From an optimization exercise on the open Yosys and OpenROAD flow, aimed at small area and a short achievable clock period; shortcuts taken in it are not production practice. The RTL was checked by simulation tests, not by an equivalence proof against the original design. No driver is modelled on the clock port, so clocking that relies on it looks cheaper here than on a real chip.

v2:
## trk_lane_rx
module trk_lane_rx (
    input  wire        clk,
    input  wire        rst,           
    input  wire        blk_valid,
    input  wire [1:0]  blk_sh,        
    input  wire [63:0] blk_pl,        
    input  wire [2:0]  cfg_lane,
    input  wire [1:0]  cfg_step,
    output reg         locked,
    output reg         dat_valid,
    output wire [7:0]  dat_idx,
    output wire [63:0] dat_pl,
    output reg         hdr_valid,
    output reg         hdr_ok,
    output reg  [47:0] hdr_fcnt,
    output reg  [15:0] hdr_claim,
    output reg  [3:0]  hdr_ql,
    output reg  [1:0]  hdr_step,
    output reg  [2:0]  hdr_state,
    output reg  [7:0]  hdr_msg,
    output reg         crc_valid,
    output reg         crc_ok
);
Settings: LEC_CHECK=0, CAP_MARGIN=20, CORE_MARGIN=2, CORE_UTILIZATION=40, SLEW_MARGIN=20; clock period 13.5 ns.
standard.sh (not shown) runs the stock make flow with config.mk's settings and CLKGATE_MAP_FILE= SYNTH_SCRIPT=/design/flow/synth_recipe.tcl, a recipe that flattens the netlist after the stock synthesis.
==> flow/flow/run.sh <==
#!/bin/bash
# Layout: the standard ORFS flow (standard.sh) with extra make settings from flow/params.sh:
# a smaller port-buffer cell, timing repair aimed at a tighter setup margin, smaller clock-tree
# clusters, and a two-level clock tree (flow/cts_post.tcl), and a buffer between each output flip-flop and its other loads (flow/resize_pre.tcl).
set -euo pipefail
source flow/params.sh
bash standard.sh "${ARGS[@]}" "POST_CTS_TCL=$PWD/flow/cts_post.tcl" "PRE_RESIZE_TCL=$PWD/flow/resize_pre.tcl" finish > standard_flow.log 2>&1
==> flow/flow/cts_post.tcl <==
# After CTS: take out the H-tree's branch level, so that the leaf clock
# buffers are driven straight from the root buffer (two buffers from the
# clock port to every flip-flop, all alike).
set block [ord::get_db_block]
set root [$block findInst clkbuf_0_clk]
if {$root != "NULL"} {
  set rootnet [[$root findITerm X] getNet]
  foreach inst [$block getInsts] {
    if {![string match "clkbuf_1_*" [$inst getName]]} { continue }
    set a [$inst findITerm A]
    if {[$a getNet] != $rootnet} { continue }
    set onet [[$inst findITerm X] getNet]
    foreach it [$onet getITerms] {
      if {[$it getInst] == $inst} { continue }
      $it disconnect
      $it connect $rootnet
    }
    puts "cts_post: removed [$inst getName]"
    odb::dbInst_destroy $inst
    odb::dbNet_destroy $onet
  }
  estimate_parasitics -placement
  report_clock_latency
}
==> flow/flow/resize_pre.tcl <==
# Before repair_design: where a flip-flop drives an output port's buffer and
# also other logic, give the other logic a buffer of its own, so the output
# path sees a lightly loaded flip-flop.
set block [ord::get_db_block]
set bufm [[ord::get_db] findMaster sky130_fd_sc_hd__buf_1]
set n 0
foreach bt [$block getBTerms] {
  if {[$bt getIoType] != "OUTPUT"} { continue }
  set pnet [$bt getNet]
  # the port buffer driving the port
  set pbuf ""
  foreach it [$pnet getITerms] { if {[$it isOutputSignal]} { set pbuf [$it getInst] } }
  if {$pbuf == ""} { continue }
  set a [$pbuf findITerm A]
  if {$a == "NULL"} { continue }
  set m [$a getNet]
  set drv ""
  set others {}
  foreach it [$m getITerms] {
    if {[$it isOutputSignal]} { set drv $it } elseif {[$it getInst] != $pbuf} { lappend others $it }
  }
  if {$drv == "" || [llength $others] == 0 || [llength [$m getBTerms]] > 0} { continue }
  set dinst [$drv getInst]
  if {![[$dinst getMaster] isSequential]} { continue }
  set nm "osplit_$n"
  set m2 [odb::dbNet_create $block "${nm}_net"]
  set b [odb::dbInst_create $block $bufm $nm]
  foreach it $others { $it disconnect; $it connect $m2 }
  [$b findITerm A] connect $m
  [$b findITerm X] connect $m2
  set loc [$dinst getLocation]
  $b setLocation [lindex $loc 0] [lindex $loc 1]
  $b setPlacementStatus PLACED
  incr n
}
puts "resize_pre: split $n flip-flop outputs"
Other scripts of this flow, unchanged in this note and not shown: flow/flow/params.sh
v2: full flow OK, the timing, DRC and antenna checks passed
The following lists how v36 was set up differently from v2:
-- flow/flow/cts_post.tcl --
<<< v2, line 1
# After CTS: take out the H-tree's branch level, so that the leaf clock
# buffers are driven straight from the root buffer (two buffers from the
# clock port to every flip-flop, all alike).
>>> v36, line 1
# After CTS: take out the H-tree's branch level and drive the leaf clock
# buffers from two root buffers on the clock port, each placed at the middle
# of its half of the leaves. Every flip-flop stays two like buffers from the
# clock port.
<<< v2, line 8
>>> v36, line 9
  set clknet [[$root findITerm A] getNet]
<<< v2, line 10
    set a [$inst findITerm A]
    if {[$a getNet] != $rootnet} { continue }
>>> v36, line 12
    if {[[$inst findITerm A] getNet] != $rootnet} { continue }
<<< v2, line 22
>>> v36, line 23
  set leaves {}
  foreach it [$rootnet getITerms] { if {[$it getInst] != $root} { lappend leaves $it } }
  proc cmp_x {a b} { return [expr {[lindex [[$a getInst] getLocation] 0] - [lindex [[$b getInst] getLocation] 0]}] }
  set sorted [lsort -command cmp_x $leaves]
  set half [expr {[llength $sorted] / 2}]
  set root2 [odb::dbInst_create $block [$root getMaster] clkbuf_0b_clk]
  set net2 [odb::dbNet_create $block clknet_0b_clk]
  $net2 setSigType CLOCK
  [$root2 findITerm A] connect $clknet
  [$root2 findITerm X] connect $net2
  foreach it [lrange $sorted $half end] { $it disconnect; $it connect $net2 }
  foreach r [list $root $root2] n [list $rootnet $net2] {
    set sx 0; set sy 0; set k 0
    foreach it [$n getITerms] {
      if {[$it getInst] == $r} { continue }
      set l [[$it getInst] getLocation]
      incr sx [lindex $l 0]; incr sy [lindex $l 1]; incr k
    }
    $r setLocation [expr {$sx / $k}] [expr {$sy / $k}]
    $r setPlacementStatus PLACED
    puts "cts_post: [$r getName] drives $k leaves"
  }
  detailed_placement
  check_placement -verbose
Results
A end point of the critical path of dat_pl[37] is what v2 shows, while cnt[5] belongs to v36.
Per the comparison of v36 with v2, worst hold slack across all endpoints has remained practically unchanged, arrival time of data at the critical path endpoint has increased, post-route cell area has remained practically unchanged.
Comparing v36 and v2, the lower violation count after the first detailed-route iteration is on v2.
| worst setup slack | v36 vs v2 | better |
### v36 -> v13
==> flow/flow/run.sh <==
#!/bin/bash
# Layout: the standard ORFS flow (standard.sh) with extra make settings from flow/params.sh:
# a smaller port-buffer cell, timing repair aimed at a tighter setup margin, smaller clock-tree
# clusters, and a two-level clock tree (flow/cts_post.tcl).
set -euo pipefail
source flow/params.sh
bash standard.sh "${ARGS[@]}" "POST_CTS_TCL=$PWD/flow/cts_post.tcl" finish > standard_flow.log 2>&1
removed: flow/flow/resize_pre.tcl
Results
Status | v13 and v36 | clean. Diff v36 -> v13: number of placement rows now sits at about the same level; final standard cell area without fillers now sits lower; routed wire length went down. Across both runs, core utilization was lower for v13 than for v36. Compared with v36, in v13 worst setup slack after layout lost 65 ps.
Edits applied to the flow inputs when going from v13 to v56:
==> flow/flow/run.sh <==
#!/bin/bash
# Layout: the standard ORFS flow (standard.sh) with extra make settings from flow/params.sh:
# a smaller port-buffer cell, and timing repair aimed at a tighter setup margin.
set -euo pipefail
source flow/params.sh
bash standard.sh "${ARGS[@]}" finish > standard_flow.log 2>&1
removed: flow/flow/cts_post.tcl
[summary]
v56 went all the way through synthesis, placement and routing and the layout is clean on timing, DRC and antenna. Summary of v56 over v13: area used by multi-input combinational logic lost 0.49%, cell area picked up an extra 66 um^2. Count of non-filler cells in the finished layout: v13 vs v56, no meaningful difference. v56: fraction of the cycle the final worst path needs 0.74 points above v13.

## afterwards: timing with drivers on the ports
How much do the figures lean on ideal ports? The routed layouts below were timed once more, with nothing changed but the port constraints.
Step 1: set_driving_cell puts a clkbuf_16 on clk and a buf_2 on each other input, an assumption about the parent block.
Step 2 moves the port delays by t, midway between the first and last clock arrival at a register: inputs arrive t later, outputs are due t later. That takes back most of the time a late clock gives input paths.
Three values: no drivers, after step 1, after step 2; two values: the first two.
| run | t, ns | slack for setup (ns) | latest minus earliest clock arrival (ns) |
|---|---|---|---|
| v2 | 0.505 | 9.719 / 9.670 / 9.395 | 0.015 / 0.016 |
| v36 | 0.435 | 9.791 / 9.737 / 9.401 | 0.034 / 0.034 |
| v13 | 0.418 | 9.726 / 9.662 / 9.453 | 0.036 / 0.036 |
| v56 | 0.550 | 9.626 / 9.574 / 9.376 | 0.025 / 0.025 |
After both steps every run listed still meets setup and hold. The setup slack of v36, which loses most, moves by -0.054 ns with the drivers and by -0.390 ns with both steps.
